What follows belongs to an exercise in optimizing a design on an open flow for small area, a short achievable clock period and few clock cycles per item; a production flow would make more cautious choices.
The RTL was checked by simulation tests, not by an equivalence proof against the original design.
Power figures rest on the tool's default switching activity, not on a simulated workload.

## config.mk

```make
export PLATFORM = sky130hd
export DESIGN_NAME = envelope_engine
export DESIGN_NICKNAME = envelope_engine
export VERILOG_FILES = /design/flow/design.v
export SDC_FILE = /design/flow/constraint.sdc
export NUM_CORES = 4
export LEC_CHECK = 0
export CAP_MARGIN = 20
export CORE_MARGIN = 2
export CORE_UTILIZATION = 40
export PLACE_DENSITY = 0.6
export SETUP_SLACK_MARGIN = 2
export SLEW_MARGIN = 20
```

## constraint.sdc

```tcl
create_clock -name core_clock -period 30.0 [get_ports {clk}]
set_input_delay 6.0000 -clock core_clock [delete_from_list [all_inputs] [get_ports {clk}]]
set_output_delay 6.0000 -clock core_clock [all_outputs]
set_load 0.01 [all_outputs]
```

## design.v

```verilog
module envelope_engine (
    input  wire         clk,
    input  wire         rst,
    input  wire         cmd_valid,
    output wire         cmd_ready,
    input  wire         cmd_check,      
    input  wire [63:0]  cmd_tag,        
    input  wire [31:0]  cmd_gen,        
    input  wire [1:0]   cmd_gen_mode,   
    input  wire [15:0]  cmd_gen_lag,    
    input  wire [3:0]   cmd_fmt,        
    input  wire         cmd_loaded,     
    input  wire         cmd_far,        
    input  wire [63:0]  cmd_pred_res,   
    input  wire         in_valid,
    output wire         in_ready,
    input  wire [63:0]  in_data,
    output wire         res_valid,
    input  wire         res_ready,
    output wire [255:0] res_env,        
    output reg  [4:0]   res_bad         
);
    localparam [31:0] POLY    = 32'h82F63B78;   
    localparam [31:0] RESIDUE = 32'hB798B438;   
    reg         cmd_rdy, in_rdy, res_vld;
    reg         mode_check;
    reg  [9:0]  cnt;            
    reg         v;              
    reg  [63:0] d;              
    assign cmd_ready = cmd_rdy;
    assign in_ready  = in_rdy;
    assign res_valid = res_vld;
    reg  [63:0] tag;
    reg  [31:0] gen;
    reg  [1:0]  gen_mode;
    reg  [15:0] gen_lag;
    reg  [5:0]  flags;
    reg  [63:0] pred_res;
    always @(posedge clk) begin
        if (cmd_rdy) begin
            mode_check <= cmd_check;
            tag        <= cmd_tag;
            gen        <= cmd_gen;
            gen_mode   <= cmd_gen_mode;
            gen_lag    <= cmd_gen_lag;
            flags      <= {cmd_far, cmd_loaded, cmd_fmt};
            pred_res   <= cmd_pred_res;
        end
    end
    wire       beat_fire = in_valid & in_rdy;
    wire [9:0] last_m1   = mode_check ? 10'd514 : 10'd510;
    wire       body_fire = ~cmd_rdy & ~in_rdy & ~mode_check &
                           (cnt == 10'd511 || cnt == 10'd512 || cnt == 10'd513 || cnt == 10'd514);
    always @(posedge clk) begin
        d <= in_data;
        if (rst) begin
            cmd_rdy <= 1'b1;
            in_rdy  <= 1'b0;
            res_vld <= 1'b0;
            v       <= 1'b0;
        end else begin
            v <= beat_fire | body_fire;
            if (cmd_rdy) begin
                if (cmd_valid) begin
                    cmd_rdy <= 1'b0;
                    in_rdy  <= 1'b1;
                end
            end
            if (beat_fire && cnt == last_m1)
                in_rdy <= 1'b0;
            if (v && cnt == 10'd515)
                res_vld <= 1'b1;
            if (res_vld && res_ready) begin
                res_vld <= 1'b0;
                cmd_rdy <= 1'b1;
            end
        end
    end
    always @(posedge clk) begin
        if (cmd_rdy)
            cnt <= 10'h3FF;
        else if (beat_fire | body_fire)
            cnt <= cnt + 10'd1;
    end
    wire       payload = ~cnt[9];
    wire [1:0] j       = cnt[1:0];
    wire       body    = cnt[9] & ~mode_check;
    reg  [31:0] crc_n;
    reg  [31:0] crc_field;      
    wire force_ones = (cnt == 10'd0) | (cnt[9] & (j == 2'd0) & mode_check);
    wire force_zero = body & (j == 2'd0);
    wire [31:0] crc_in = force_ones ? 32'hFFFFFFFF : force_zero ? 32'h0 : ~crc_n;
    reg  [63:0] body_word;
    always @(*) begin
        case (j)
            2'd0:    body_word = {~crc_n, 32'h0};
            2'd1:    body_word = pred_res;
            2'd2:    body_word = tag;
            default: body_word = {26'd0, flags, gen};
        endcase
    end
    wire [63:0] crc_data = body ? body_word : d;
    wire [31:0] crc_next;
    crc32c_step64 u_crc (.c(crc_in), .d(crc_data), .q(crc_next));
    reg  [63:0] rot;
    wire [7:0]  acc = (cnt[9:3] == 7'd0) ? 8'd0 : rot[7:0];
    wire [11:0] sum = acc + d[7:0] + d[15:8] + d[23:16] + d[31:24]
                          + d[39:32] + d[47:40] + d[55:48] + d[63:56];
    wire [8:0]  fold = sum[7:0] + sum[11:8];
    wire [7:0]  res_new = (fold >= 9'd255) ? (fold - 9'd255) : fold[7:0];
    wire        gen_checked = (gen_mode == 2'd1) | (gen_mode == 2'd2);
    wire        gen_pos     = (gen_mode == 2'd2) & (gen > {16'd0, gen_lag});
    wire [31:0] gen_expect  = gen_pos ? (gen - {16'd0, gen_lag}) : 32'd0;
    always @(posedge clk) begin
        if (v) begin
            crc_n <= ~crc_next;
            if (payload)
                rot <= {res_new, rot[63:8]};
            if (cnt[9] && j == 2'd0)
                crc_field <= crc_n;
            if (cnt[9]) begin
                case (j)
                    2'd0: begin
                        res_bad[1] <= mode_check & (d[31:0] != crc_n);
                        res_bad[2] <= mode_check ? (d[63:32] != rot[31:0]) : (pred_res != rot);
                    end
                    2'd1: begin
                        res_bad[2] <= res_bad[2] | (mode_check & (d[31:0] != rot[63:32]));
                        res_bad[3] <= mode_check & (d[63:32] != tag[31:0]);
                    end
                    2'd2: begin
                        res_bad[3] <= res_bad[3] | (mode_check & (d[31:0] != tag[63:32]));
                        res_bad[4] <= mode_check & gen_checked & (d[63:32] != gen_expect);
                    end
                    default: begin
                        res_bad[0] <= mode_check & (crc_next != RESIDUE);
                    end
                endcase
            end
        end
    end
    assign res_env = {crc_n, 26'd0, flags, gen, tag, pred_res, crc_field};
endmodule
module crc32c_step64 (input wire [31:0] c, input wire [63:0] d, output wire [31:0] q);
    wire [63:0] x = {d[63:32], c ^ d[31:0]};
    wire n64 = x[38] ^ x[47];
    wire n65 = x[14] ^ x[18];
    wire n66 = x[32] ^ x[55];
    wire n67 = x[1] ^ x[12];
    wire n68 = x[34] ^ x[57];
    wire n69 = x[33] ^ x[52];
    wire n70 = x[0] ^ x[11];
    wire n71 = x[15] ^ x[27];
    wire n72 = x[13] ^ x[58];
    wire n73 = x[25] ^ x[31];
    wire n74 = x[30] ^ x[35];
    wire n75 = x[23] ^ x[29];
    wire n76 = x[36] ^ x[45];
    wire n77 = x[53] ^ x[54];
    wire n78 = x[26] ^ n66;
    wire n79 = x[39] ^ x[48];
    wire n80 = x[24] ^ x[43];
    wire n81 = x[28] ^ n64;
    wire n82 = x[37] ^ x[46];
    wire n83 = x[40] ^ x[49];
    wire n84 = x[61] ^ n65;
    wire n85 = x[16] ^ x[63];
    wire n86 = x[2] ^ x[60];
    wire n87 = x[41] ^ x[62];
    wire n88 = x[22] ^ x[59];
    wire n89 = x[17] ^ x[42];
    wire n90 = x[10] ^ x[21];
    wire n91 = x[44] ^ n73;
    wire n92 = x[4] ^ n71;
    wire n93 = x[5] ^ x[51];
    wire n94 = x[56] ^ n77;
    wire n95 = x[3] ^ x[50];
    wire n96 = n69 ^ n74;
    wire n97 = x[7] ^ n83;
    wire n98 = x[20] ^ n76;
    wire n99 = x[8] ^ n80;
    wire n100 = n70 ^ n75;
    wire n101 = n72 ^ n86;
    wire n102 = x[19] ^ n68;
    wire n103 = x[6] ^ n79;
    wire n104 = n81 ^ n88;
    wire n105 = n82 ^ n90;
    wire n106 = n67 ^ n89;
    wire n107 = x[9] ^ n92;
    wire n108 = x[57] ^ x[59];
    wire n109 = n87 ^ n91;
    wire n110 = n78 ^ n85;
    wire n111 = x[3] ^ n84;
    wire n112 = x[12] ^ x[13];
    wire n113 = x[16] ^ n93;
    wire n114 = x[21] ^ n67;
    wire n115 = x[55] ^ x[63];
    wire n116 = x[61] ^ n101;
    wire n117 = x[31] ^ x[50];
    wire n118 = x[8] ^ n95;
    wire n119 = x[18] ^ n98;
    wire n120 = x[53] ^ n100;
    wire n121 = x[15] ^ n97;
    wire n122 = x[41] ^ n104;
    wire n123 = n77 ^ n113;
    wire n124 = x[51] ^ n80;
    wire n125 = n87 ^ n108;
    wire n126 = n73 ^ n75;
    wire n127 = n78 ^ n94;
    wire n128 = x[56] ^ n120;
    wire n129 = x[40] ^ n110;
    wire n130 = x[38] ^ n99;
    wire n131 = x[13] ^ n96;
    wire n132 = x[28] ^ n96;
    wire n133 = x[24] ^ x[39];
    wire n134 = x[10] ^ x[11];
    wire n135 = x[37] ^ x[58];
    wire n136 = x[29] ^ n105;
    wire n137 = x[42] ^ x[60];
    wire n138 = n102 ^ n109;
    wire n139 = x[34] ^ n65;
    wire n140 = x[17] ^ n68;
    wire n141 = x[44] ^ n103;
    wire n142 = x[48] ^ n115;
    wire n143 = x[0] ^ x[4];
    wire n144 = x[62] ^ n93;
    wire n145 = x[1] ^ n85;
    wire n146 = x[27] ^ n69;
    wire n147 = n126 ^ n134;
    wire n148 = x[22] ^ x[41];
    wire n149 = x[26] ^ n64;
    wire n150 = x[33] ^ n81;
    wire n151 = x[55] ^ n122;
    wire n152 = x[14] ^ n118;
    wire n153 = x[10] ^ n91;
    wire n154 = x[46] ^ n147;
    wire n155 = x[9] ^ x[60];
    wire n156 = x[49] ^ n89;
    wire n157 = x[25] ^ n141;
    wire n158 = n78 ^ n112;
    wire n159 = x[19] ^ n107;
    wire n160 = x[51] ^ n86;
    wire n161 = x[9] ^ n138;
    wire n162 = n84 ^ n102;
    wire n163 = x[43] ^ x[56];
    wire n164 = x[50] ^ n155;
    wire n165 = x[16] ^ n70;
    wire n166 = x[54] ^ n143;
    wire n167 = x[30] ^ n82;
    wire n168 = x[62] ^ n111;
    wire n169 = n94 ^ n124;
    wire n170 = n79 ^ n136;
    wire n171 = n109 ^ n145;
    wire n172 = n76 ^ n81;
    wire n173 = x[23] ^ n105;
    wire n174 = n107 ^ n150;
    wire n175 = x[35] ^ n84;
    wire n176 = x[20] ^ x[36];
    wire n177 = n106 ^ n128;
    wire n178 = n101 ^ n114;
    wire n179 = x[45] ^ n74;
    wire n180 = n135 ^ n149;
    wire n181 = n95 ^ n107;
    wire n182 = x[11] ^ n97;
    wire n183 = n99 ^ n112;
    wire n184 = x[6] ^ n164;
    wire n185 = n117 ^ n123;
    wire n186 = x[7] ^ x[15];
    wire n187 = x[61] ^ n130;
    wire n188 = n76 ^ n131;
    wire n189 = n82 ^ n98;
    wire n190 = x[51] ^ n106;
    wire n191 = x[38] ^ n79;
    wire n192 = x[59] ^ n90;
    wire n193 = x[44] ^ n132;
    wire n194 = x[32] ^ n148;
    wire n195 = n133 ^ n184;
    wire n196 = n70 ^ n159;
    wire n197 = x[12] ^ n72;
    wire n198 = n116 ^ n125;
    wire n199 = n103 ^ n154;
    wire n200 = n88 ^ n187;
    wire n201 = n72 ^ n144;
    wire n202 = n66 ^ n69;
    wire n203 = x[49] ^ n193;
    wire n204 = x[43] ^ n142;
    wire n205 = n114 ^ n119;
    wire n206 = x[17] ^ n165;
    wire n207 = n153 ^ n195;
    wire n208 = x[29] ^ x[58];
    wire n209 = x[63] ^ n160;
    wire n210 = x[18] ^ n163;
    wire n211 = n83 ^ n87;
    wire n212 = x[5] ^ n99;
    wire n213 = n100 ^ n180;
    wire n214 = x[20] ^ n177;
    wire n215 = x[36] ^ n170;
    wire n216 = x[35] ^ x[58];
    wire n217 = n117 ^ n191;
    wire n218 = n74 ^ n121;
    assign q[0] = x[5] ^ n101 ^ n102 ^ n146 ^ n151 ^ n206 ^ n210 ^ n215;
    assign q[1] = x[60] ^ n74 ^ n83 ^ n102 ^ n104 ^ n111 ^ n135 ^ n141 ^ n214;
    assign q[2] = x[19] ^ n75 ^ n80 ^ n166 ^ n198 ^ n205 ^ n217 ^ n218;
    assign q[3] = x[19] ^ x[21] ^ x[42] ^ n66 ^ n83 ^ n88 ^ n93 ^ n116 ^ n133 ^ n152 ^ n167 ^ n171 ^ n176;
    assign q[4] = x[28] ^ x[42] ^ n98 ^ n129 ^ n162 ^ n181 ^ n199 ^ n201;
    assign q[5] = x[22] ^ x[24] ^ x[38] ^ x[62] ^ n65 ^ n68 ^ n103 ^ n143 ^ n158 ^ n176 ^ n209 ^ n218;
    assign q[6] = x[1] ^ n86 ^ n104 ^ n118 ^ n121 ^ n140 ^ n154 ^ n175 ^ n204;
    assign q[7] = n140 ^ n144 ^ n158 ^ n173 ^ n181 ^ n200 ^ n203;
    assign q[8] = x[4] ^ x[22] ^ x[35] ^ n85 ^ n128 ^ n139 ^ n146 ^ n172 ^ n201 ^ n207;
    assign q[9] = x[6] ^ x[7] ^ x[23] ^ x[25] ^ x[33] ^ n64 ^ n71 ^ n84 ^ n129 ^ n148 ^ n169 ^ n178 ^ n179;
    assign q[10] = x[54] ^ n90 ^ n91 ^ n137 ^ n168 ^ n186 ^ n212 ^ n213;
    assign q[11] = x[30] ^ x[45] ^ x[62] ^ n67 ^ n110 ^ n157 ^ n196 ^ n200;
    assign q[12] = x[52] ^ n88 ^ n97 ^ n161 ^ n204 ^ n205 ^ n213;
    assign q[13] = x[47] ^ x[50] ^ n68 ^ n106 ^ n110 ^ n119 ^ n120 ^ n203 ^ n212;
    assign q[14] = x[52] ^ x[57] ^ n67 ^ n70 ^ n123 ^ n151 ^ n179 ^ n207;
    assign q[15] = x[7] ^ x[40] ^ x[52] ^ n76 ^ n116 ^ n127 ^ n190 ^ n199;
    assign q[16] = x[2] ^ x[47] ^ n111 ^ n125 ^ n127 ^ n146 ^ n167 ^ n182 ^ n183;
    assign q[17] = n94 ^ n137 ^ n138 ^ n142 ^ n152 ^ n174 ^ n197;
    assign q[18] = x[21] ^ x[54] ^ n69 ^ n149 ^ n156 ^ n175 ^ n189 ^ n194 ^ n196 ^ n209;
    assign q[19] = x[15] ^ n95 ^ n198 ^ n214;
    assign q[20] = x[30] ^ x[42] ^ n85 ^ n108 ^ n124 ^ n166 ^ n168 ^ n178;
    assign q[21] = x[56] ^ n68 ^ n70 ^ n92 ^ n111 ^ n150 ^ n171 ^ n215;
    assign q[22] = x[46] ^ x[63] ^ n67 ^ n78 ^ n92 ^ n137 ^ n188 ^ n192 ^ n210 ^ n211;
    assign q[23] = x[44] ^ x[52] ^ x[53] ^ n84 ^ n89 ^ n115 ^ n192 ^ n208 ^ n217;
    assign q[24] = x[0] ^ x[2] ^ x[30] ^ x[48] ^ n71 ^ n72 ^ n123 ^ n136 ^ n140 ^ n172 ^ n202 ^ n211;
    assign q[25] = x[11] ^ x[31] ^ n82 ^ n94 ^ n95 ^ n96 ^ n103 ^ n139 ^ n145 ^ n151 ^ n156 ^ n208;
    assign q[26] = x[42] ^ n92 ^ n132 ^ n173 ^ n182 ^ n185 ^ n194 ^ n197;
    assign q[27] = x[6] ^ x[14] ^ x[34] ^ x[36] ^ n89 ^ n100 ^ n122 ^ n183 ^ n185 ^ n202;
    assign q[28] = x[37] ^ n66 ^ n75 ^ n106 ^ n131 ^ n139 ^ n155 ^ n157 ^ n169 ^ n186;
    assign q[29] = x[2] ^ x[16] ^ x[26] ^ x[55] ^ n94 ^ n121 ^ n130 ^ n153 ^ n162 ^ n188;
    assign q[30] = x[39] ^ n71 ^ n127 ^ n152 ^ n161 ^ n189 ^ n206 ^ n216;
    assign q[31] = x[54] ^ x[56] ^ n105 ^ n108 ^ n119 ^ n129 ^ n174 ^ n190 ^ n216;
endmodule
```

## run.sh

```bash
#!/bin/bash
# synth_recipe.tcl (not shown) runs the flow's synth.tcl, then flattens the netlist and writes it again
# the make line also repeats each setting of config.mk as NAME=value (left out here)
make -C /OpenROAD-flow-scripts/flow DESIGN_CONFIG=/design/flow/config.mk WORK_HOME=/design/flow/orfs CLKGATE_MAP_FILE= SYNTH_SCRIPT=/design/flow/synth_recipe.tcl finish
```

==> summary.md, run 1 <==
| Metric | Value |
|---|---|
| Vias in the first global route | `between 20000 and 25000` |
| WS Path Type | `reg2reg` |
| Total number of vias | `~21000` |
| Drt first pass iters | `6` |
| Largest net degree at the start of global routing | `69` |
| Post-synthesis sequential area ratio | `between 40% and 50%` |
| Max-cap violations | `0` |
| Syn Inst Count | `2324` |
| RSZ-0062 raised after global routing | `false` |
| EDFF count, synth | `318` |
| Max-slew violations | `0` |
| Post-DR vias/cell | `5.82` |
| Finished Layout Cells | `3693` |
| R2R setup slack | `around 22000 ps` |
| Total chip power | `4730 uW` |
| Standard-cell rows | `between 90 and 100` |
| Max Freq | `around 130 MHz` |
| Sink Count | `396` |
| Delay of the slowest critical-path stage | `~560 ps` |
| Final period util | `a little over a quarter` |
| Run status | `no timing/DRC/antenna violations` |
| Starting Density | `40.5%` |
| Crit. End Element | `flip-flop` |
| Synth area leaders | `edfxtp_1, xnor2_1, dfxtp_1` |
| Worst-Skew Late Latency | `600 ps` |
| Grt total ovfl | `0` |
| Post-route minimum period | `around 7900 ps` |
| Most frequent cell on the critical path | `fa_1` |
| Clock Skew | `43.6 ps` |
| DRC Markers | `0` |
| HP Start | `rot[47]` |
| Worst-Margin Slew | `1190 ps` |
| Initial antenna violation count | `6` |
| Critical path's slowest cell | `fa_1` |
| RR Startpoint | `cnt[3]` |
| Worst EP required | `~30000 ps` |
| Root buffer cell | `clkbuf_16` |
| Synth Register Bits | `396` |
| DIE HEIGHT | `260 um` |
| CTS tree | `yes` |
| Share of layout cells above drive strength 1 | `7.58%` |
| Synth cell types | `95` |
| R2R depth | `29` |
| H-tree levels | `2` |
| Final Setup Violations | `0` |
| Cell count after placement | `~3600` |
| Port bufs | `491` |
| Synth area leader | `edfxtp_1` |
| Bufs on Longest Clock Path | `3` |
| Endpoints failing hold | `0` |
| Critical R2R Capture | `rot[57]` |
| Setup TNS | `0 ps` |
| Hold Path Sink | `rot[39]` |
| Power per cell area | `~140 nW/um^2` |
| WL final | `roughly 120 mm` |
| Crit Path Max Fanout | `9` |
| Hold WC Path Type | `reg2reg` |
| Nets | `roughly 3200` |
| Avg Inst Size Synth | `11.2 um^2` |
| GRT Total Usage | `36.3%` |
| Core Region | `64500 um^2` |
| First-pass GRT wire length | `between 150 and 200 mm` |
| Top Ports | `518` |
| ANT cells | `0` |
| CP arrival | `8280 ps` |
| Top FF cell, synth | `edfxtp_1` |
| Clock transition at the registers of the reported paths | `60 ps` |
| Cell with the most instances after synthesis | `xnor2_1` |
| Post-CTS Hold Buffers | `0` |
| Dpl hpwl | `101 mm` |
| Most common library cells after synthesis | `xnor2_1, edfxtp_1, xor2_1` |
| Critical path launch point type | `flip-flop` |
| Die ar. | `67300 um^2` |
| Relative slew slack | `between 20% and 30%` |
| Final ANT Viol Nets | `0` |
| Post-CTS setup buffer count | `0` |
| Die width | `260 um` |
| Area grow syn2layout | `28.5%` |
| CTS resizes | `0` |
| Worst Hold Path Cells | `0` |
| VDD IR max | `0.138 mV` |
| Post-synth top area share | `36.6%` |
| Asr flop ratio synth | `0%` |
| Mapped Area | `26100 um^2` |
| TritonCTS Buffers | `46` |
| Leak | `between 0.01 and 0.015 uW` |
| Wire per inst | `around 34 um` |
| Ys Warns | `1` |
| DRT iter0 DRCs | `3003` |
| GP Congestion | `1.04` |
==> registers in the layout (all words and copies together), names as in the netlist <==
register    cells
res_vld         1
flags           6
d              64
tag            64
crc_n          32
rot            64
gen_mode        2
v               1
pred_res       64
gen_lag        16
gen            32
cmd_rdy         1
in_rdy          1
mode_check      1
crc_field      32
res_bad         5
cnt            10
==> cell type report <==
type | instances | area [um^2]
clock buffers | 63 | 1380
clock inverters | 22 | 248
fillers | 5750 | 30900
inverters | 153 | 574
multi-input cells | 1655 | 13800
flip-flops and latches | 396 | 11100
well taps | 855 | 1070
repair buffers | 549 | 5350
==> kinds of logic after synthesis <==
logic type                 count (synthesis)  synth area share [%]
buffers and inverters                    298                  5.06
DFF                                      396                  42.5
adders and majority gates                 97                  6.26
AOI/OAI and AO/OA                        403                  11.0
muxes                                      5                 0.211
other                                      1                0.0144
xor gates and xnor gates                 719                  26.2
and+or+nand+nor                          405                  8.70
==> stage by stage <==
step | utilization [%] | hold WS (ps) | instance area, um^2 | setup WS [ps]
after floorplan | - | 472 | 26200 | 19560
after global placement | 49.5 | 502 | 31900 | 21920
after detailed placement | 49.5 | 501 | 31900 | 21900
after CTS | 52.0 | 513 | 33500 | 22080
after global routing | 52.0 | 531 | 33500 | 21540
final | 52.0 | 516 | 33500 | 22060
==> worst max-delay path: cells and delay by family (launching register included) <==
family | cells | cell delay [ps]
AOI/OAI and AO/OA | 8 | 1420
xor gates and xnor gates | 2 | 290
muxes | 1 | 360
and+or+nand+nor | 9 | 2160
DFF | 1 | 400
adders and majority gates | 7 | 2950
buffers and inverters | 2 | 90
==> per-layer routing <==
metal,wire (um),vias up,GRT usage (%)
li1,-,9100,-
met1,50200,10600,48.3
met2,55700,1505,57.2
met3,12300,289,8.13
met4,6230,4,15.1
met5,46,-,0
==> report_power, final <==
group	internal, uW	switching (uW)
Sequential	823	132
Clock	353	239
Combinational	1390	1790
Total	2570	2160
==> cells in the final DEF, fill, tap and decap left out, types with 15 or more instances in the layout <==
cell type / synthesis / layout
nand2b_1: 23 / 23
xor2_2: 19 / 19
o21ai_1: 20 / 20
xnor2_1: 493 / 493
a22oi_1: 44 / 44
nor2_1: 63 / 63
nand2_1: 66 / 66
nor3_1: 36 / 36
a21o_1: 16 / 16
a21oi_1: 65 / 65
xnor3_1: 21 / 21
xor2_1: 177 / 177
conb_1: 1 / 26
nor2b_1: 30 / 28
and3_1: 16 / 16
fa_1: 56 / 56
a31oi_1: 15 / 15
o211ai_1: 17 / 17
clkbuf_16: 0 / 51
nand4_1: 60 / 60
nor4_1: 29 / 29
dfxtp_1: 78 / 77
clkdlybuf4s50_1: 0 / 491
ha_1: 41 / 37
nand3_1: 19 / 19
buf_4: 29 / 57
inv_1: 151 / 150
edfxtp_1: 318 / 318
o21ai_0: 54 / 54
==> how the worst max path moves through the flow <==
stage	from	endpoint	slack, ps	depth (start not counted)
finish	cnt[3]	rot[57]	22060	29
global route	cnt[3]	rot[60]	21540	31
CTS	pred_res[18]	res_env[50]	22080	1
detailed placement	in_valid	cnt[5]	21900	5
global placement	in_valid	cnt[5]	21920	5
floorplan	cmd_rdy	cmd_ready	19560	0
Testbench counts, summed over its fixed seeds: cycles 49,824, blocks 96.
==> run 2: changes to the inputs <==
--- a/design.v
+++ b/design.v
@@ -32,8 +32,6 @@
     assign res_valid = res_vld;
     reg  [63:0] tag;
     reg  [31:0] gen;
-    reg  [1:0]  gen_mode;
-    reg  [15:0] gen_lag;
     reg  [5:0]  flags;
     reg  [63:0] pred_res;
     always @(posedge clk) begin
@@ -41,10 +39,8 @@
             mode_check <= cmd_check;
             tag        <= cmd_tag;
             gen        <= cmd_gen;
-            gen_mode   <= cmd_gen_mode;
-            gen_lag    <= cmd_gen_lag;
             flags      <= {cmd_far, cmd_loaded, cmd_fmt};
-            pred_res   <= cmd_pred_res;
+            pred_res   <= cmd_check ? {46'd0, cmd_gen_mode, cmd_gen_lag} : cmd_pred_res;
         end
     end
     wire       beat_fire = in_valid & in_rdy;
@@ -103,14 +99,50 @@
     wire [31:0] crc_next;
     crc32c_step64 u_crc (.c(crc_in), .d(crc_data), .q(crc_next));
     reg  [63:0] rot;
+    function [15:0] csa;        
+        input [7:0] x, y, z;
+        reg [7:0] k;
+        begin
+            k   = (x & y) | (x & z) | (y & z);
+            csa = {k[6:0], k[7], x ^ y ^ z};
+        end
+    endfunction
     wire [7:0]  acc = (cnt[9:3] == 7'd0) ? 8'd0 : rot[7:0];
-    wire [11:0] sum = acc + d[7:0] + d[15:8] + d[23:16] + d[31:24]
-                          + d[39:32] + d[47:40] + d[55:48] + d[63:56];
-    wire [8:0]  fold = sum[7:0] + sum[11:8];
-    wire [7:0]  res_new = (fold >= 9'd255) ? (fold - 9'd255) : fold[7:0];
+    wire [15:0] l1a = csa(acc,     d[7:0],   d[15:8]);
+    wire [15:0] l1b = csa(d[23:16], d[31:24], d[39:32]);
+    wire [15:0] l1c = csa(d[47:40], d[55:48], d[63:56]);
+    wire [15:0] l2a = csa(l1a[7:0], l1a[15:8], l1b[7:0]);
+    wire [15:0] l2b = csa(l1b[15:8], l1c[7:0], l1c[15:8]);
+    wire [15:0] l3  = csa(l2a[7:0], l2a[15:8], l2b[7:0]);
+    wire [15:0] l4  = csa(l3[7:0], l3[15:8], l2b[15:8]);
+    wire [8:0]  s9  = l4[7:0] + l4[15:8];
+    wire        ge  = s9[8] | (&s9[7:0]);
+    wire [7:0]  s9p = s9[7:0] + {7'd0, ge};
+    wire [7:0]  res_new = (&l4) ? 8'd0 : s9p;
+    wire [15:0] gen_lag     = pred_res[15:0];
+    wire [1:0]  gen_mode    = pred_res[17:16];
     wire        gen_checked = (gen_mode == 2'd1) | (gen_mode == 2'd2);
     wire        gen_pos     = (gen_mode == 2'd2) & (gen > {16'd0, gen_lag});
     wire [31:0] gen_expect  = gen_pos ? (gen - {16'd0, gen_lag}) : 32'd0;
+    reg  [31:0] cmp_lo, cmp_hi;
+    always @(*) begin
+        case (j)
+            2'd0: begin
+                cmp_lo = crc_n;
+                cmp_hi = rot[31:0];
+            end
+            2'd1: begin
+                cmp_lo = mode_check ? rot[63:32] : rot[31:0];
+                cmp_hi = mode_check ? tag[31:0]  : rot[63:32];
+            end
+            default: begin
+                cmp_lo = tag[63:32];
+                cmp_hi = gen_expect;
+            end
+        endcase
+    end
+    wire ne_lo = (crc_data[31:0]  != cmp_lo);
+    wire ne_hi = (crc_data[63:32] != cmp_hi);
     always @(posedge clk) begin
         if (v) begin
             crc_n <= ~crc_next;
@@ -121,16 +153,16 @@
             if (cnt[9]) begin
                 case (j)
                     2'd0: begin
-                        res_bad[1] <= mode_check & (d[31:0] != crc_n);
-                        res_bad[2] <= mode_check ? (d[63:32] != rot[31:0]) : (pred_res != rot);
+                        res_bad[1] <= mode_check & ne_lo;
+                        res_bad[2] <= mode_check & ne_hi;
                     end
                     2'd1: begin
-                        res_bad[2] <= res_bad[2] | (mode_check & (d[31:0] != rot[63:32]));
-                        res_bad[3] <= mode_check & (d[63:32] != tag[31:0]);
+                        res_bad[2] <= mode_check ? (res_bad[2] | ne_lo) : (ne_lo | ne_hi);
+                        res_bad[3] <= mode_check & ne_hi;
                     end
                     2'd2: begin
-                        res_bad[3] <= res_bad[3] | (mode_check & (d[31:0] != tag[63:32]));
-                        res_bad[4] <= mode_check & gen_checked & (d[63:32] != gen_expect);
+                        res_bad[3] <= mode_check & (res_bad[3] | ne_lo);
+                        res_bad[4] <= mode_check & gen_checked & ne_hi;
                     end
                     default: begin
                         res_bad[0] <= mode_check & (crc_next != RESIDUE);
==> flow/run.sh (new file) <==
#!/bin/bash
set -o pipefail
export BUFFER_PORTS_ARGS="-buffer_cell sky130_fd_sc_hd__buf_1"
bash standard.sh > standard.log 2>&1
==> standard.sh (new file) <==
#!/bin/bash
# synth_recipe.tcl (not shown) runs the flow's synth.tcl, then flattens the netlist and writes it again
# the make line also repeats each setting of config.mk as NAME=value (left out here)
make -C /OpenROAD-flow-scripts/flow DESIGN_CONFIG=/design/flow/config.mk WORK_HOME=/design/flow/orfs CLKGATE_MAP_FILE= SYNTH_SCRIPT=/design/flow/synth_recipe.tcl "${@:-finish}"
--- a/config.mk
+++ b/config.mk
@@ -7,7 +7,7 @@
 export LEC_CHECK = 0
 export CAP_MARGIN = 20
 export CORE_MARGIN = 2
-export CORE_UTILIZATION = 40
-export PLACE_DENSITY = 0.6
+export CORE_UTILIZATION = 60
+export PLACE_DENSITY = 0.7
 export SETUP_SLACK_MARGIN = 2
 export SLEW_MARGIN = 20
removed: run.sh
==> summary.md, run 2 <==
| Metric | Value |
|---|---|
| Synth cell types | `slightly below 90` |
| Switch share | `between 40 and 50%` |
| R2R setup slack | `22650 ps` |
| Area grow syn2layout | `15.1%` |
| Vias in the first global route | `20700` |
| GP Congestion | `1.15` |
| Avg Inst Size Synth | `11.2 um^2` |
| Endpoints failing hold | `0` |
| Core Region | `40700 um^2` |
| Worst-Margin Slew | `~1300 ps` |
| Top FF cell, synth | `edfxtp_1` |
| Net Sw Power | `about 2100 uW` |
| DRC Markers | `0` |
| Top Ports | `about 520` |
| Run status | `no timing/DRC/antenna violations` |
| Power per cell area | `around 160 nW/um^2` |
| Die ar. | `42800 um^2` |
| Ys Warns | `1` |
| Critical path launch point type | `flip-flop` |
| Crit. End Element | `primary output` |
| Final ANT Viol Nets | `0` |
| Drt first pass iters | `12` |
| Int Pwr | `2390 uW` |
| Finished Layout Cells | `3263` |
| Max-slew violations | `0` |
| Worst Hold Path Cells | `0` |
| Stages on worst setup path | `1` |
| Die width | `207 um` |
| EDFF count, synth | `300` |
| Nets | `3043` |
| Standard-cell rows | `74` |
| Critical R2R Capture | `rot[60]` |
| Sequential share of power | `20.5%` |
| Hold Path Sink | `rot[12]` |
| Commonest non-fill, non-tap cells in the layout | `buf_1, xnor2_1, edfxtp_1` |
| Post-route minimum period | `7530 ps` |
| Max Freq | `133 MHz` |
| Cell count after placement | `3183` |
| Total number of vias | `22000` |
| CP arrival | `1530 ps` |
| Critical-path cell list | `buf_1` |
| Relative slew slack | `13.4%` |
| Final period util | `roughly a quarter` |
| Setup ws final | `22470 ps` |
| Delay of the slowest critical-path stage | `740 ps` |
| Critical path's slowest cell | `edfxtp_1` |
| Initial antenna violation count | `7` |
| DIE HEIGHT | `207 um` |
| GRT Total Usage | `49.7%` |
| Max-cap violations | `0` |
| Asr flop ratio synth | `0%` |
| Post-DR vias/cell | `6.74` |
| CTS tree | `yes` |
| Most common library cells after synthesis | `xnor2_1, edfxtp_1, xor2_1` |
| Grt total ovfl | `0` |
| WL final | `108 mm` |
| Hold WC Path Type | `reg2reg` |
| Clock Skew | `~28 ps` |
| Post-CTS setup buffer count | `0` |
| Largest family of logic cells by synthesized area | `XOR/XNOR gates` |
| VDD IR max | `0.202 mV` |
| Synth Register Bits | `378` |
| Bufs and invs on worst path | `1` |
| Leak | `0.0104 uW` |
| RSZ-0062 raised after global routing | `false` |
| Post-synthesis sequential area ratio | `around 43%` |
| R2R depth | `24` |
| Worst EP required | `24000 ps` |
| Port bufs | `roughly 500` |
| Final Setup Violations | `0` |
| First-pass GRT wire length | `~150 mm` |
| Wire per inst | `33.1 um` |
| H-tree levels | `2` |
| Post-synth top area share | `36.4%` |
| WS Path Type | `reg2out` |
| Synth area leaders | `edfxtp_1, xnor2_1, dfxtp_1` |
| Util after Layout | `a little over two thirds` |
| Mapped Area | `24700 um^2` |
| Clock transition at the registers of the reported paths | `60 ps` |
| Clk pwr share | `10.9%` |
| Sink Count | `378` |
| Commonest non-fill, non-tap cell in the layout | `buf_1` |
| Dpl hpwl | `84.2 mm` |
| Starting Density | `60.7%` |
| Worst-Skew Late Latency | `600 ps` |
| Share of layout cells above drive strength 1 | `7.19%` |
| HP Start | `rot[20]` |
| Crit Path Max Fanout | `7` |
| Mux cell area share after synthesis | `3.90%` |
| Root buffer cell | `clkbuf_16` |
| Adder-cell share of the synthesized area | `approximately 6.4%` |
| Post-CTS Hold Buffers | `0` |
| Synth Area in Simple Gates | `around 9.1%` |
| Family with the most delay on the worst path | `flip-flops` |
| Post-synthesis compound-gate area fraction | `12.4%` |
| Placement Setup Slack | `22410 ps` |
| Synth area leader | `edfxtp_1` |
| CTS resizes | `0` |
| Bufs on Longest Clock Path | `3` |
| Logic pwr share | `68.6%` |
| TritonCTS Buffers | `39` |
| RR Startpoint | `cnt[3]` |
| Largest net degree at the start of global routing | `77` |
| Setup TNS | `0 ps` |
| Syn Inst Count | `2215` |
| XOR/XNOR share of the synthesized area | `21.0%` |
| DRT iter0 DRCs | `4157` |
| Cell with the most instances after synthesis | `xnor2_1` |
[run 2: cell types whose count changed after synthesis, sizes merged, moves of 18 or more]
cell	change
xnor2	-146
mux2i	+57
a221oi	+42
nand2	+40
nor2b	+39
nor2	+37
nand4	-34
mux2	+30
inv	-24
xor2	-24
edfxtp	-18
[run 2: cell type report]
class,instances,area [um^2]
tap,532,666
fill,3064,12300
inverter,130,488
clock buffer,47,1050
antenna,4,10.0
sequential,378,10600
multi-input combinational,1609,13200
clock inverter,23,229
timing repair buffer,540,2210
[run 2: cells by family (layout without fill, tap and decap cells)]
group | Yosys count | in the layout
buf+inv | 253 | 740
xor+xnor | 545 | 545
other cells | 1 | 30
flops | 378 | 378
simple gates | 442 | 442
mux | 92 | 92
compound gates | 413 | 413
fa+ha+maj | 91 | 91
[run 2: power groups by stage]
stage | registers (uW) | clock network [uW] | logic (uW)
2_1_floorplan | 875 | 0 | 2180
3_3_place_gp | 922 | 0 | 2990
3_5_place_dp | 921 | 0 | 3000
4_1_cts | 912 | 490 | 3030
5_1_grt | 916 | 508 | 3240
6_report | 923 | 491 | 3090
[run 2: worst max-delay path by stage]
| stage | from | endpoint | slack (ps) |
|---|---|---|---|
| floorplan | cmd_rdy | cmd_ready | 19940 |
| global placement | in_valid | cnt[9] | 22420 |
| detailed placement | in_valid | cnt[9] | 22410 |
| CTS | crc_n[12] | res_env[236] | 22500 |
| global route | cnt[3] | rot[60] | 22450 |
| finish | crc_n[12] | res_env[236] | 22470 |
[run 2: metrics by stage]
step | hold WS, ps | instance area, um^2 | power, uW
finish | 484 | 28400 | 4500
CTS | 478 | 28400 | 4430
global route | 487 | 28400 | 4660
global placement | 454 | 27100 | 3910
floorplan | 446 | 24800 | 3060
detailed placement | 465 | 27100 | 3920
[run 2: metal layers]
layer	vias to the layer above	track usage [%]	part of all wire, %
met5	-	0	0.043
met4	6	37.9	9.4
met3	540	19.0	15
met2	2141	71.4	42
met1	10400	60.3	33
li1	8863	-	-
Testbench counts of run 2, summed over its fixed seeds: cycles 49,824, blocks 96.
==> run 3: changes to the inputs <==
--- a/design.v
+++ b/design.v
@@ -82,17 +82,19 @@
     wire [1:0] j       = cnt[1:0];
     wire       body    = cnt[9] & ~mode_check;
     reg  [31:0] crc_n;
-    reg  [31:0] crc_field;      
-    wire force_ones = (cnt == 10'd0) | (cnt[9] & (j == 2'd0) & mode_check);
-    wire force_zero = body & (j == 2'd0);
+    reg  first1;
+    always @(posedge clk)
+        first1 <= cmd_rdy | (first1 & ~v);
+    wire force_ones = first1 | (cnt[9] & (j == 2'd0) & mode_check);
+    wire force_zero = body & (j == 2'd3);
     wire [31:0] crc_in = force_ones ? 32'hFFFFFFFF : force_zero ? 32'h0 : ~crc_n;
     reg  [63:0] body_word;
     always @(*) begin
         case (j)
-            2'd0:    body_word = {~crc_n, 32'h0};
-            2'd1:    body_word = pred_res;
-            2'd2:    body_word = tag;
-            default: body_word = {26'd0, flags, gen};
+            2'd0:    body_word = {pred_res[31:0], 32'h0};
+            2'd1:    body_word = {tag[31:0], pred_res[63:32]};
+            2'd2:    body_word = {gen, tag[63:32]};
+            default: body_word = {~crc_n ^ {26'd0, flags}, 32'h0};
         endcase
     end
     wire [63:0] crc_data = body ? body_word : d;
@@ -107,7 +109,10 @@
             csa = {k[6:0], k[7], x ^ y ^ z};
         end
     endfunction
-    wire [7:0]  acc = (cnt[9:3] == 7'd0) ? 8'd0 : rot[7:0];
+    reg         first8;
+    always @(posedge clk)
+        first8 <= cmd_rdy | (first8 & ~(v & (cnt[2:0] == 3'd7)));
+    wire [7:0]  acc = first8 ? 8'd0 : rot[7:0];
     wire [15:0] l1a = csa(acc,     d[7:0],   d[15:8]);
     wire [15:0] l1b = csa(d[23:16], d[31:24], d[39:32]);
     wire [15:0] l1c = csa(d[47:40], d[55:48], d[63:56]);
@@ -115,15 +120,15 @@
     wire [15:0] l2b = csa(l1b[15:8], l1c[7:0], l1c[15:8]);
     wire [15:0] l3  = csa(l2a[7:0], l2a[15:8], l2b[7:0]);
     wire [15:0] l4  = csa(l3[7:0], l3[15:8], l2b[15:8]);
-    wire [8:0]  s9  = l4[7:0] + l4[15:8];
-    wire        ge  = s9[8] | (&s9[7:0]);
-    wire [7:0]  s9p = s9[7:0] + {7'd0, ge};
-    wire [7:0]  res_new = (&l4) ? 8'd0 : s9p;
+    wire [8:0]  s0  = {1'b0, l4[7:0]} + {1'b0, l4[15:8]};
+    wire [8:0]  s1  = {1'b0, l4[7:0]} + {1'b0, l4[15:8]} + 9'd1;
+    wire [7:0]  res_new = (&l4) ? 8'd0 : s1[8] ? s1[7:0] : s0[7:0];
     wire [15:0] gen_lag     = pred_res[15:0];
     wire [1:0]  gen_mode    = pred_res[17:16];
     wire        gen_checked = (gen_mode == 2'd1) | (gen_mode == 2'd2);
-    wire        gen_pos     = (gen_mode == 2'd2) & (gen > {16'd0, gen_lag});
-    wire [31:0] gen_expect  = gen_pos ? (gen - {16'd0, gen_lag}) : 32'd0;
+    wire [32:0] gen_diff    = {1'b0, gen} - {17'd0, gen_lag};
+    wire        gen_pos     = (gen_mode == 2'd2) & ~gen_diff[32] & (|gen_diff[31:0]);
+    wire [31:0] gen_expect  = gen_diff[31:0] & {32{gen_pos}};
     reg  [31:0] cmp_lo, cmp_hi;
     always @(*) begin
         case (j)
@@ -132,8 +137,8 @@
                 cmp_hi = rot[31:0];
             end
             2'd1: begin
-                cmp_lo = mode_check ? rot[63:32] : rot[31:0];
-                cmp_hi = mode_check ? tag[31:0]  : rot[63:32];
+                cmp_lo = rot[63:32];
+                cmp_hi = tag[31:0];
             end
             default: begin
                 cmp_lo = tag[63:32];
@@ -148,16 +153,16 @@
             crc_n <= ~crc_next;
             if (payload)
                 rot <= {res_new, rot[63:8]};
-            if (cnt[9] && j == 2'd0)
-                crc_field <= crc_n;
+            else if (j == 2'd0)
+                rot[31:0] <= crc_n;
             if (cnt[9]) begin
                 case (j)
                     2'd0: begin
                         res_bad[1] <= mode_check & ne_lo;
-                        res_bad[2] <= mode_check & ne_hi;
+                        res_bad[2] <= ne_hi;
                     end
                     2'd1: begin
-                        res_bad[2] <= mode_check ? (res_bad[2] | ne_lo) : (ne_lo | ne_hi);
+                        res_bad[2] <= res_bad[2] | ne_lo;
                         res_bad[3] <= mode_check & ne_hi;
                     end
                     2'd2: begin
@@ -171,7 +176,7 @@
             end
         end
     end
-    assign res_env = {crc_n, 26'd0, flags, gen, tag, pred_res, crc_field};
+    assign res_env = {crc_n, 26'd0, flags, gen, tag, pred_res, rot[31:0]};
 endmodule
 module crc32c_step64 (input wire [31:0] c, input wire [63:0] d, output wire [31:0] q);
     wire [63:0] x = {d[63:32], c ^ d[31:0]};
==> flow/run.sh (replaced) <==
#!/bin/bash
set -o pipefail
export BUFFER_PORTS_ARGS="-buffer_cell sky130_fd_sc_hd__buf_1"
bash standard.sh SETUP_SLACK_MARGIN=23 finish > standard.log 2>&1
--- a/config.mk
+++ b/config.mk
@@ -7,7 +7,7 @@
 export LEC_CHECK = 0
 export CAP_MARGIN = 20
 export CORE_MARGIN = 2
-export CORE_UTILIZATION = 60
-export PLACE_DENSITY = 0.7
+export CORE_UTILIZATION = 50
+export PLACE_DENSITY = 0.65
 export SETUP_SLACK_MARGIN = 2
 export SLEW_MARGIN = 20
==> summary.md, run 3 <==
| Metric | Value |
|---|---|
| Run status | `no timing/DRC/antenna violations` |
| Bufs on Longest Clock Path | `3` |
| Clock Skew | `43.4 ps` |
| Sink Count | `roughly 350` |
| GRT Total Usage | `43.9%` |
| Syn Inst Count | `approximately 2200` |
| Bufs and invs on worst path | `1` |
| Initial antenna violation count | `4` |
| TritonCTS Buffers | `38` |
| Stages on worst setup path | `1` |
| Die width | `226 um` |
| Ys Warns | `1` |
| R2R setup slack | `23090 ps` |
| Commonest non-fill, non-tap cells in the layout | `xnor2_1, buf_4, buf_1` |
| Relative slew slack | `14.9%` |
| GP Congestion | `between 1 and 1.5` |
| Nets | `3325` |
| Final Setup Violations | `0` |
| Met1 usage in global routing | `55.5%` |
| Mapped Area | `24700 um^2` |
| Max-slew violations | `0` |
| Wire per inst | `32.0 um` |
| Post-synth top area share | `32.6%` |
| Critical path's slowest cell | `edfxtp_1` |
| Standard-cell rows | `81` |
| R2R depth | `15` |
| WL final | `118 mm` |
| Grt met2 use | `66.7%` |
| H-tree levels | `2` |
| Cell with the most instances after synthesis | `xnor2_1` |
| Worst EP required | `24000 ps` |
| Largest net degree at the start of global routing | `77` |
| DRT iter0 DRCs | `approximately 3400` |
| Critical path endpoint | `res_env[247]` |
| First-pass GRT wire length | `about 160 mm` |
| RSZ-0062 raised after global routing | `true` |
| Hold WC Path Type | `reg2reg` |
| Crit Path Max Fanout | `2` |
| Endpoints failing hold | `0` |
| Avg Inst Size Synth | `11.0 um^2` |
| Max-cap violations | `0` |
| EDFF count, synth | `268` |
| Port bufs | `slightly below 500` |
| Crit. End Element | `primary output` |
| Asr flop ratio synth | `0%` |
| Critical path launch point type | `flip-flop` |
| Placement Setup Slack | `22650 ps` |
| Finished Layout Cells | `3674` |
| Clock transition at the registers of the reported paths | `70 ps` |
| WS Path Type | `reg2out` |
| Share of layout cells above drive strength 1 | `25.9%` |
| Met3 usage | `11.8%` |
| Worst Hold Path Cells | `0` |
| Synth cell types | `~90` |
| Final ANT Viol Nets | `0` |
| Area grow syn2layout | `25.9%` |
| Max Freq | `136 MHz` |
| Synth Register Bits | `between 300 and 400` |
| FILL cells | `3840` |
| Power per cell area | `around 110 nW/um^2` |
| Vias in the first global route | `21100` |
| Root buffer cell | `clkbuf_16` |
| Critical-path cell list | `buf_6` |
| Top FF cell, synth | `edfxtp_1` |
| Top Usage Layer GRT | `met2` |
| Starting Density | `50.5%` |
| Worst-Margin Slew | `about 1300 ps` |
| Synth area leaders | `edfxtp_1, xnor2_1, dfxtp_1` |
| Die ar. | `roughly 50000 um^2` |
| Post-synthesis sequential area ratio | `39.1%` |
| Family with the most delay on the worst path | `flip-flops` |
| Most common library cells after synthesis | `xnor2_1, edfxtp_1, inv_1` |
| Worst-Skew Late Latency | `600 ps` |
| Critical R2R Capture | `res_bad[0]` |
| CTS tree | `yes` |
| Final period util | `24.5%` |
| Drt first pass iters | `6` |
| Grt total ovfl | `0` |
| Setup ws final | `around 23000 ps` |
| Leak | `0.0123 uW` |
| RR Startpoint | `cnt[0]` |
| Setup TNS | `0 ps` |
| Core Region | `48800 um^2` |
| CP arrival | `about 1400 ps` |
| Post-DR vias/cell | `about 6.1` |
| Commonest non-fill, non-tap cell in the layout | `xnor2_1` |
| Post-route minimum period | `7360 ps` |
| VDD IR max | `0.0876 mV` |
| DRC Markers | `0` |
| Synth area leader | `edfxtp_1` |
| Total number of vias | `22400` |
| Dpl hpwl | `roughly 89 mm` |
| Cell count after placement | `3291` |
| Critical path origin | `crc_n[23]` |
| Top Ports | `between 500 and 600` |
| DIE HEIGHT | `226 um` |
| Delay of the slowest critical-path stage | `550 ps` |
## run 3: final cells by class
type,instances,area (um^2),share of cell area (%)
flip-flops and latches,348,9660,31.1
repair buffers,834,4990,16.1
diodes,2,5.00,0.0161
clock buffers,52,1060,3.43
clock inverters,17,259,0.834
inverters,135,507,1.63
multi-input cells,1622,13700,44.2
well taps,664,831,2.68
## run 3: repair_timing
action	in CTS	in global routing
setup buffers	233	78
gates resized for setup	110	180
endpoints found under the setup margin	238	240
hold buffers	0	0
## run 3: worst reg2reg max path, delay by kind of cell (launching register included)
family	cells	cell delay, ps
xor+xnor	5	2270
buf+inv	2	1130
compound gates	3	1100
simple gates	4	980
fa+ha+maj	1	610
flops	1	570
## run 3: worst min-delay path by stage
stage / from / end / slack [ps]
final: rot[51] / rot[43] / 460
after global routing: rot[41] / rot[33] / 470
after global placement: rot[56] / rot[48] / 440
after detailed placement: rot[40] / rot[32] / 440
after CTS: rot[50] / rot[42] / 450
after floorplan: rot[40] / rot[32] / 430
## run 3: cells by family after synthesis
kind of cell | Yosys count | synth area share [%]
buf+inv | 296 | 6.03
simple gates | 453 | 9.82
compound gates | 434 | 12.7
fa+ha+maj | 92 | 6.43
other cells | 1 | 0.0152
mux | 90 | 4.43
flops | 348 | 39.1
xor+xnor | 527 | 21.5
## run 3: layer usage
layer / vias up / part of all wire, %
li1: 9368 / -
met1: 10900 / 36
met2: 1707 / 44
met3: 427 / 12
met4: 4 / 7.8
met5: - / 0.020
## run 3: report_power, final
| part | leakage (uW) | total (uW) | internal, uW | switching, uW |
|---|---|---|---|---|
| logic | 0.00832 | 2270 | 911 | 1360 |
| registers | 0.00329 | 700 | 663 | 37.2 |
| clock network | 0.000646 | 513 | 295 | 217 |
| total | 0.0123 | 3480 | 1870 | 1610 |
## run 3: per-stage QoR
stage	power (uW)	utilization, %	hold WS, ps	area [um^2]
floorplan	2120	-	427	24800
global placement	2830	54.8	435	26800
detailed placement	2820	54.9	437	26800
CTS	3390	61.7	450	30200
global route	3590	63.6	467	31100
finish	3480	63.6	458	31100
Testbench counts of run 3, summed over its fixed seeds: cycles 49,824, blocks 96.
==> run 4: changes to the inputs <==
==> flow/run.sh (replaced) <==
#!/bin/bash
set -o pipefail
export BUFFER_PORTS_ARGS="-buffer_cell sky130_fd_sc_hd__buf_1"
bash standard.sh > standard.log 2>&1
==> summary.md, run 4 <==
| Metric | Value |
|---|---|
| DRT iter0 DRCs | `2932` |
| Post-route minimum period | `7610 ps` |
| Worst-Margin Slew | `1220 ps` |
| Ys Warns | `1` |
| Port bufs | `a little under 500` |
| Asr flop ratio synth | `0%` |
| Post-CTS Hold Buffers | `0` |
| Clock transition at the registers of the reported paths | `70 ps` |
| Critical path's slowest cell | `edfxtp_1` |
| DIE HEIGHT | `226 um` |
| Placement Setup Slack | `around 23000 ps` |
| Synth area leader | `edfxtp_1` |
| Synth cell types | `91` |
| Max-slew violations | `0` |
| CTS resizes | `0` |
| Most common library cells after synthesis | `xnor2_1, edfxtp_1, inv_1` |
| Share of layout cells above drive strength 1 | `9.63%` |
| Net Sw Power | `1560 uW` |
| Post-CTS setup buffer count | `0` |
| Post-synth top area share | `32.6%` |
| Power per cell area | `120 nW/um^2` |
| Finished Layout Cells | `3364` |
| GP Congestion | `1.08` |
| Run status | `no timing/DRC/antenna violations` |
| Max-cap violations | `0` |
| CP arrival | `1610 ps` |
| Switch share | `46.3%` |
| R2R setup slack | `23110 ps` |
| Setup TNS | `0 ps` |
| H-tree levels | `2` |
| Wire per inst | `about 32 um` |
| Commonest non-fill, non-tap cell in the layout | `buf_1` |
| Total chip power | `roughly 3400 uW` |
| Die ar. | `51100 um^2` |
| Syn Inst Count | `2241` |
| TritonCTS Buffers | `40` |
| Critical path launch point type | `flip-flop` |
| VDD IR max | `0.0785 mV` |
| First-pass GRT wire length | `147 mm` |
| Final Setup Violations | `0` |
| RR Startpoint | `mode_check` |
| Hold WC Path Type | `reg2reg` |
| Clock Skew | `approximately 36 ps` |
| Family with the most delay on the worst path | `flip-flops` |
| WL final | `109 mm` |
| Root buffer cell | `clkbuf_16` |
| Bufs on Longest Clock Path | `3` |
| Worst-Skew Late Latency | `620 ps` |
| Top FF cell, synth | `edfxtp_1` |
| Avg Inst Size Synth | `11.0 um^2` |
| Total number of vias | `20800` |
| Nets | `approximately 3000` |
| Endpoints failing hold | `0` |
| Post-synthesis sequential area ratio | `39.1%` |
| Bufs and invs on worst path | `1` |
| Leak | `about 0.010 uW` |
| Largest net degree at the start of global routing | `85` |
| Worst EP required | `24000 ps` |
| CTS tree | `yes` |
| Max Freq | `between 100 and 150 MHz` |
| Grt total ovfl | `0` |
| Critical R2R Capture | `res_bad[0]` |
| RSZ-0062 raised after global routing | `false` |
| Cell area after layout | `28200 um^2` |
| EDFF count, synth | `268` |
| GRT Total Usage | `41.7%` |
| Placed instance area | `26800 um^2` |
| WS Path Type | `reg2out` |
| Initial antenna violation count | `5` |
| Mapped Area | `24700 um^2` |
| Crit Path Max Fanout | `7` |
| Relative slew slack | `18.8%` |
| Cell with the most instances after synthesis | `xnor2_1` |
| Starting Density | `50.5%` |
| Drt first pass iters | `7` |
| Worst Hold Path Cells | `0` |
| Logic pwr share | `61.4%` |
| Vias in the first global route | `19800` |
| DRC Markers | `0` |
| Final ANT Viol Nets | `0` |
| Synth Register Bits | `348` |
| Clk pwr share | `15.9%` |
| Critical-path cell list | `buf_1` |
| HP Start | `rot[46]` |
| Area grow syn2layout | `14.4%` |
| Standard-cell rows | `81` |
| Dpl hpwl | `between 80 and 90 mm` |
| Setup ws final | `22390 ps` |
| Sink Count | `between 300 and 400` |
| Hold Path Sink | `rot[38]` |
| Final period util | `25.4%` |
| Crit. End Element | `primary output` |
| Cell count after placement | `between 3000 and 4000` |
| Synth area leaders | `edfxtp_1, xnor2_1, dfxtp_1` |
| Delay of the slowest critical-path stage | `between 700 and 800 ps` |
| Commonest non-fill, non-tap cells in the layout | `buf_1, xnor2_1, edfxtp_1` |
| Core Region | `48800 um^2` |
| FILL cells | `approximately 4300` |
| Die width | `226 um` |
| Post-DR vias/cell | `6.20` |
| Sequential share of power | `22.7%` |
| R2R depth | `14` |
| Int Pwr | `between 1500 and 2000 uW` |
| Top Ports | `approximately 520` |
==> run 4: cell counts after synthesis <==
No cell type changed its count.
==> run 4: cell type report <==
cell class | instances | area [um^2] | share of cell area (%)
multi-input combinational | 1622 | 13700 | 48.6
clock buffer | 46 | 1050 | 3.74
timing repair buffer | 520 | 2080 | 7.38
antenna | 1 | 2.50 | 0.00887
clock inverter | 28 | 377 | 1.33
tap | 664 | 831 | 2.94
sequential | 348 | 9650 | 34.2
inverter | 135 | 507 | 1.80
==> run 4: worst max path at each step <==
stage                          from            to  slack, ps  cells past startpoint
final                     crc_n[22]  res_env[246]      22390                      1
after floorplan             cmd_rdy     cmd_ready      19940                      0
after CTS                 crc_n[23]  res_env[247]      22440                      1
after global routing      crc_n[15]  res_env[239]      22440                      1
after detailed placement  cmd_check  pred_res[14]      22640                      3
after global placement    cmd_check  pred_res[15]      22670                      3
==> run 4: kinds of logic after synthesis <==
group	count (synthesis)	share of synthesized area, %
AO/OA/AOI/OAI	434	12.7
XOR/XNOR	527	21.5
adder cells (fa/ha/maj)	92	6.43
buffers and inverters	296	6.03
flip-flops	348	39.1
multiplexers	90	4.43
other	1	0.0152
AND/OR/NAND/NOR	453	9.82
==> run 4: metrics by stage <==
stage / hold WS (ps) / utilization (%)
detailed placement: 439 / 54.8
finish: 465 / 57.8
CTS: 456 / 57.7
floorplan: 427 / -
global placement: 433 / 54.8
global route: 468 / 57.8
==> run 4: power groups by stage <==
stage	Sequential, uW	Clock, uW	Combinational (uW)
6_report	768	539	2070
5_1_grt	764	560	2170
4_1_cts	759	543	2020
3_5_place_dp	768	0	2010
3_3_place_gp	767	0	2000
2_1_floorplan	731	0	1390
==> run 4: metal layers <==
metal  vias up  wire (um)  GRT usage, %
li1       8785          -             -
met1     10100      39900          53.4
met2      1592      46600          61.3
met3       371      13800          12.9
met4         4       8110          26.3
met5         -         21             0

==> afterwards: timing with drivers on the ports <==
Ports are ideal in the flow. The routed layouts listed here were re-timed in OpenROAD. Step 1 sets driving cells, clkbuf_16 on the clock port and buf_2 on the other inputs (assumed; they add their load-dependent delay and slew). Step 2, shift: input delay + t, output delay - t, t = (earliest + latest rising clock arrival at the registers) / 2. This alone moves slack from input paths to output paths. Slacks: ideal ports / drivers / drivers and shift; pairs: ideal ports / drivers.
run	shift t [ns]	setup slack, ns	worst hold slack (ns)	latest minus earliest clock arrival (ns)	pins driven straight from the clock port
run 1	0.641	22.065 / 22.042 / 21.899	0.516 / 0.516 / 0.516	0.044 / 0.044	1
run 2	0.651	22.465 / 22.401 / 22.378	0.484 / 0.484 / 0.484	0.031 / 0.031	1
run 3	0.642	22.642 / 22.582 / 22.597	0.458 / 0.458 / 0.458	0.046 / 0.046	1
run 4	0.663	22.390 / 22.328 / 22.619	0.465 / 0.465 / 0.465	0.037 / 0.037	1
After both steps every run listed still meets setup and hold. For run 1, which loses most, drivers alone change the setup slack by -0.023 ns; drivers and shift together by -0.166 ns.
